Background: an optimization exercise with open tools, aiming at small area, a short achievable clock period and few clock cycles per item. Do not read the settings as production practice. In this exercise RTL edits were held to simulation tests only and were not proved equivalent to the original. Power is estimated from default activity; no workload was simulated.

==> flow/design.v (excerpt) <==
module fpcvt (
    input  wire        clk,
    input  wire        rst,
    input  wire        in_valid,
    output wire        in_ready,
    input  wire [31:0] x,
    input  wire [3:0]  fmt,
    input  wire        ovf_ieee,
    input  wire        tern,
    output reg         out_valid,
    output reg  [31:0] y,
    output reg         flag_ovf,
    output reg         flag_nan
);
For scale: ~1000 cells after synthesis, ~77 I/O pins.
Settings: LEC_CHECK=0, CAP_MARGIN=20, CORE_MARGIN=2, CORE_UTILIZATION=40, CTS_BUF_LIST=sky130_fd_sc_hd__clkbuf_8, SLEW_MARGIN=20; clock period 17.0 ns.
standard.sh (not shown) runs the stock make flow with config.mk's settings and CLKGATE_MAP_FILE= SYNTH_SCRIPT=/design/flow/synth_recipe.tcl, a recipe that flattens the netlist after the stock synthesis.
==> flow/flow/run.sh <==
#!/bin/bash
set -euo pipefail
export BUFFER_PORTS_ARGS="-buffer_cell sky130_fd_sc_hd__buf_2"
export SETUP_SLACK_MARGIN=12.6
export CTS_ARGS="-sink_clustering_enable -repair_clock_nets -root_buf sky130_fd_sc_hd__clkbuf_16 -buf_list sky130_fd_sc_hd__clkbuf_8 -dont_use_dummy_load"
bash standard.sh > standard.log 2>&1
Testbench counts at the start, summed over its fixed seeds: cycles 24,024, items 24,000.
Then changed:
==> flow/flow/run.sh (replaced) <==
#!/bin/bash
set -euo pipefail
export BUFFER_PORTS_ARGS="-buffer_cell sky130_fd_sc_hd__buf_2"
export SETUP_SLACK_MARGIN=12.6
bash standard.sh > standard.log 2>&1
CORE_UTILIZATION = 55   (was 40)
CTS_CLUSTER_SIZE = 30   (was default)
Outcome: Total power grows by about 9%; wire length went down by 4.6%; hold slack gets worse by 0.017 ns; non-clock buffer count came out lower by 2; final area grows by about 0.8%; clock-buffer cell count does not change; setup slack got worse by 0.088 ns; area after synthesis stays the same; cell count drops by 5.5%; combinational power shrinks by about 1%.
Then changed:
--- a/flow/flow/run.sh
+++ b/flow/flow/run.sh
@@ -4,2 +4,3 @@
 export SETUP_SLACK_MARGIN=12.6
+export CTS_ARGS="-sink_clustering_enable -repair_clock_nets -buf_list sky130_fd_sc_hd__clkbuf_8 -dont_use_dummy_load"
 bash standard.sh > standard.log 2>&1
CORE_UTILIZATION = 40   (was 55)
CTS_CLUSTER_SIZE = default   (was 30)
PLACE_DENSITY = 0.9   (was default)
Effect: The new run finished clean; cell area falls slightly; core utilization is lower by 18 points; sequential share of layout area came out higher by 0.27 points; combinational power is about the same; clock-buffer cell count stays the same; die area came out higher by well over a third; power drops by roughly a tenth; fmax hardly moves; setup slack is worse by 0.0031 ns; final cell count climbs by a few percent; clock power decreases by a quarter to a third.
Then changed:
PLACE_DENSITY = 0.75   (was 0.9)
After rerunning:
- die area is unchanged
- setup slack gets better by 0.010 ns
- hold slack hardly moves
- total power barely changes
- via count is lower by 2.2%
- clock power hardly moves
- count of clock-buffer cells in the layout does not change
- combinational power stays flat

---

Setup of job 101:
Starting RTL as in the previous note.
clock: 17.0 ns
lec_check: 0
cap_margin: 20
core_margin: 2
core_utilization: 40
cts_buf_list: sky130_fd_sc_hd__clkbuf_8
slew_margin: 20
==> flow/flow/run.sh <==
#!/bin/bash
set -euo pipefail
export BUFFER_PORTS_ARGS="-buffer_cell sky130_fd_sc_hd__buf_2"
export SETUP_SLACK_MARGIN=13.0
bash standard.sh > standard.log 2>&1
Testbench counts of job 101, summed over its fixed seeds: cycles 24,024, items 24,000.
The inputs of job 102 differ from those of job 101 as listed below.
==> flow/flow/run.sh <==
#!/bin/bash
# The standard layout, with the ports buffered by a plain buffer
# (sky130_fd_sc_hd__buf_2) instead of the delay buffer buffer_ports
# picks by default. Everything else is the standard.sh unchanged.
set -euo pipefail
export BUFFER_PORTS_ARGS="-buffer_cell sky130_fd_sc_hd__buf_2"
bash standard.sh > standard.log 2>&1
- Looking only at multi-input combinational area share, and setting everything else aside, the higher value of job 102 and job 101 goes to job 102.
- Job 101 → job 102: total length of routed met3 wires shows a reduction of about 2.6%; global-route wire length before repair saw little to no change; register-to-register slack lower; via count now smaller.
- Relative to job 101, total detailed-routing wirelength has decreased by 430 microns in job 102.
- Fraction of standard cell area that is sequential in job 102 vs job 101: up 0.48 points
- The final layout from job 102, which completed every stage, passed the timing, design-rule and antenna checks at the end of the flow.

---

fpcvt again, from the RTL that the note above started with.
==> flow/config.mk <==
export PLATFORM = sky130hd
export DESIGN_NAME = fpcvt
export DESIGN_NICKNAME = fpcvt
export VERILOG_FILES = /design/flow/design.v
export SDC_FILE = /design/flow/constraint.sdc
export NUM_CORES = 4
export LEC_CHECK = 0
export CAP_MARGIN = 20
export CORE_MARGIN = 2
export CORE_UTILIZATION = 40
export CTS_BUF_LIST = sky130_fd_sc_hd__clkbuf_8
export SLEW_MARGIN = 20
==> flow/constraint.sdc <==
create_clock -name core_clock -period 17.0 [get_ports {clk}]
set_input_delay 3.4000 -clock core_clock [delete_from_list [all_inputs] [get_ports {clk}]]
set_output_delay 3.4000 -clock core_clock [all_outputs]
set_load 0.01 [all_outputs]
==> flow/flow/run.sh <==
#!/bin/bash
set -euo pipefail
export BUFFER_PORTS_ARGS="-buffer_cell sky130_fd_sc_hd__buf_2"
export SETUP_SLACK_MARGIN=12.5
export CTS_ARGS="-sink_clustering_enable -repair_clock_nets -buf_list sky130_fd_sc_hd__clkbuf_8 -dont_use_dummy_load"
bash standard.sh > standard.log 2>&1
Testbench counts at the start, summed over its fixed seeds: cycles 24,024, items 24,000.
Rerun with:
==> flow/flow/run.sh (replaced) <==
#!/bin/bash
set -euo pipefail
export BUFFER_PORTS_ARGS="-buffer_cell sky130_fd_sc_hd__buf_2"
export SETUP_SLACK_MARGIN=12.6
bash standard.sh > standard.log 2>&1
--- a/flow/config.mk
+++ b/flow/config.mk
@@ -10,3 +10,5 @@
 export CORE_UTILIZATION = 40
 export CTS_BUF_LIST = sky130_fd_sc_hd__clkbuf_8
+export CTS_CLUSTER_DIAMETER = 200
+export CTS_CLUSTER_SIZE = 40
 export SLEW_MARGIN = 20
Clock-buffer cell count stays the same.
Setup slack gets worse by 3.1 ps.
Hold slack improves by 8.5 ps.
Sequential cell count does not change.
Total power came out higher by 8.1%.
Rerun with:
==> flow/run.sh (new file) <==
#!/bin/bash
# synth_recipe.tcl (not shown) runs the flow's synth.tcl, then flattens the netlist and writes it again
# the make line also repeats each setting of config.mk as NAME=value (left out here)
make -C /OpenROAD-flow-scripts/flow DESIGN_CONFIG=/design/flow/config.mk WORK_HOME=/design/flow/orfs CLKGATE_MAP_FILE= SYNTH_SCRIPT=/design/flow/synth_recipe.tcl finish
--- a/flow/config.mk
+++ b/flow/config.mk
@@ -10,5 +10,3 @@
 export CORE_UTILIZATION = 40
 export CTS_BUF_LIST = sky130_fd_sc_hd__clkbuf_8
-export CTS_CLUSTER_DIAMETER = 200
-export CTS_CLUSTER_SIZE = 40
 export SLEW_MARGIN = 20
removed: flow/flow/run.sh
removed: flow/standard.sh
=> The new run completed with no timing, DRC or antenna violations. Power is higher by 5.7%. Routed wire length went down by 1.6%. Worst setup slack is worse by 600 ps. Register-to-register slack got worse by 720 ps. Utilization is higher by 2.0 points. Non-clock buffer count does not change. Clock power climbs by 15%. Sequential power is about the same. Final area is higher by 4.5%.
Rerun with:
==> flow/flow/run.sh (new file) <==
#!/bin/bash
set -euo pipefail
export BUFFER_PORTS_ARGS="-buffer_cell sky130_fd_sc_hd__buf_2"
export SETUP_SLACK_MARGIN=12.6
bash standard.sh > standard.log 2>&1
==> flow/standard.sh (new file) <==
#!/bin/bash
# synth_recipe.tcl (not shown) runs the flow's synth.tcl, then flattens the netlist and writes it again
# the make line also repeats each setting of config.mk as NAME=value (left out here)
make -C /OpenROAD-flow-scripts/flow DESIGN_CONFIG=/design/flow/config.mk WORK_HOME=/design/flow/orfs CLKGATE_MAP_FILE= SYNTH_SCRIPT=/design/flow/synth_recipe.tcl "${@:-finish}"
removed: flow/run.sh
Design area drops by a few percent.
Hold slack gains 42 ps.
Power decreases by a few percent.
Synthesized cell count stays the same.
Routed wire length increases slightly.
Clock skew hardly moves.
Worst setup slack improves by 600 ps.
Clock power drops by roughly a tenth.
Via count hardly moves.
Area after synthesis does not change.
Rerun with:
==> flow/flow/run.sh (replaced) <==
#!/bin/bash
set -euo pipefail
export BUFFER_PORTS_ARGS="-buffer_cell sky130_fd_sc_hd__buf_2"
export SETUP_SLACK_MARGIN=12.7
export CTS_ARGS="-sink_clustering_enable -repair_clock_nets -buf_list sky130_fd_sc_hd__clkbuf_8 -dont_use_dummy_load"
bash standard.sh > standard.log 2>&1
=> Total power fell by 6.7%. Cell count shrinks by 1.2%. Sequential power is about the same. Setup slack gets better by 7.1 ps. Via count hardly moves. Cell area barely changes. Worst hold slack degrades by 11 ps. Synthesized cell count does not change. Maximum frequency stays flat. Wire length stays flat. Global-route usage goes down by 0.17 points.

---

Starting RTL as in the previous note.
clock: 17.0 ns
lec_check: 0
cap_margin: 20
core_margin: 2
core_utilization: 40
cts_buf_list: sky130_fd_sc_hd__clkbuf_8
slew_margin: 20
==> flow/flow/run.sh <==
#!/bin/bash
set -euo pipefail
export BUFFER_PORTS_ARGS="-buffer_cell sky130_fd_sc_hd__buf_2"
export SETUP_SLACK_MARGIN=12.6
export CTS_ARGS="-sink_clustering_enable -sink_clustering_size 60 -sink_clustering_max_diameter 300 -sink_clustering_levels 1 -repair_clock_nets -buf_list sky130_fd_sc_hd__clkbuf_8 -dont_use_dummy_load"
bash standard.sh > standard.log 2>&1
Testbench counts at the start, summed over its fixed seeds: cycles 24,024, items 24,000.
Next try:
==> flow/flow/run.sh (replaced) <==
#!/bin/bash
# The standard layout, with the ports buffered by a plain buffer
# (sky130_fd_sc_hd__buf_2) instead of the delay buffer buffer_ports
# picks by default. Everything else is the standard.sh unchanged.
set -euo pipefail
export BUFFER_PORTS_ARGS="-buffer_cell sky130_fd_sc_hd__buf_2"
bash standard.sh > standard.log 2>&1
Settings changed: CTS_BUF_LIST sky130_fd_sc_hd__clkbuf_8 to unset.
Outcome: Worst setup slack is worse by 510 ps; wire length went up by 0.90%; cell area increases by 3.4%; clock-buffer cell count increases by 1; total power went up by 19%; utilization goes up by 1.5 points; sequential power barely changes.
Next try:
==> flow/flow/run.sh (replaced) <==
#!/bin/bash
set -euo pipefail
export BUFFER_PORTS_ARGS="-buffer_cell sky130_fd_sc_hd__buf_2"
export SETUP_SLACK_MARGIN=12.6
bash standard.sh > standard.log 2>&1
Settings changed: CAP_MARGIN 20 to 0, CTS_BUF_LIST set to sky130_fd_sc_hd__clkbuf_8, SLEW_MARGIN 20 to 0.
The new run completed without violations.
Wire length drops slightly.
Sequential cell count is unchanged.
Core utilization went down by 0.75 points.
Design area came out lower slightly.
Synthesized area is unchanged.
Clock skew rises by 8.3 ps.
Clock power fell by a quarter to a third.
Count of clock-buffer cells in the layout fell by 1.
Sequential share of layout area grows by 0.63 points.
Global-route usage is about the same.
Next try:
==> flow/flow/run.sh (replaced) <==
#!/bin/bash
set -euo pipefail
export BUFFER_PORTS_ARGS="-buffer_cell sky130_fd_sc_hd__buf_2"
export SETUP_SLACK_MARGIN=12.6
export CTS_ARGS="-repair_clock_nets -buf_list sky130_fd_sc_hd__clkbuf_8 -dont_use_dummy_load"
bash standard.sh > standard.log 2>&1
Settings changed: CAP_MARGIN 0 to 20, SLEW_MARGIN 0 to 20.
Core utilization fell by 0.76 points.
Worst setup slack is better by 9.9 ps.
Worst hold slack loses 8.0 ps.
Die area stays the same.
Power shrinks by 7.4%.
Non-clock buffer count stays the same.
Clock-buffer cell count stays the same.
Critical path depth is unchanged.
Cell area falls by 1.7%.

what the ideal ports hide:
How much do the figures lean on ideal ports? The routed layouts below were timed once more, with nothing changed but the port constraints.
Step 1, drivers: a clkbuf_16 drives clk and a buf_2 each remaining input, both assumed.
Step 2 adds t to the input delays and takes it off the output delays; t is the mean of the earliest and latest rising clock arrival at the registers after step 1. Input paths then give back, and output paths get back, about the clock's delay inside the block.
a / b / c = no drivers / after step 1 / after step 2; a / b = the first two.
run | t (ns) | setup slack, ns | hold WS [ns]
the first run of note 1 | 0.410 | 12.783 / 12.736 / 12.835 | 0.427 / 0.427 / 0.427
the second run of note 1 | 0.514 | 12.695 / 12.651 / 12.799 | 0.410 / 0.410 / 0.410
the third run of note 1 | 0.476 | 12.692 / 12.668 / 12.692 | 0.422 / 0.422 / 0.422
the fourth run of note 1 | 0.476 | 12.702 / 12.663 / 12.756 | 0.423 / 0.423 / 0.423
job 101 | 0.502 | 12.699 / 12.655 / 13.074 | 0.437 / 0.437 / 0.437
job 102 | 0.496 | 12.217 / 12.217 / 12.217 | 0.441 / 0.441 / 0.441
the first run of note 3 | 0.489 | 12.701 / 12.656 / 12.722 | 0.426 / 0.426 / 0.426
the second run of note 3 | 0.499 | 12.697 / 12.657 / 12.816 | 0.435 / 0.435 / 0.435
the third run of note 3 | 0.508 | 12.098 / 12.098 / 12.098 | 0.393 / 0.393 / 0.393
the fourth run of note 3 | 0.499 | 12.697 / 12.657 / 12.816 | 0.435 / 0.435 / 0.435
the fifth run of note 3 | 0.483 | 12.705 / 12.662 / 12.908 | 0.424 / 0.424 / 0.424
the first run of note 4 | 0.483 | 12.707 / 12.663 / 12.816 | 0.427 / 0.427 / 0.427
the second run of note 4 | 0.474 | 12.202 / 12.202 / 12.202 | 0.426 / 0.426 / 0.426
the third run of note 4 | 0.499 | 12.697 / 12.657 / 12.816 | 0.435 / 0.435 / 0.435
the fourth run of note 4 | 0.483 | 12.707 / 12.663 / 12.816 | 0.427 / 0.427 / 0.427
After both steps setup and hold are still met in every run listed.
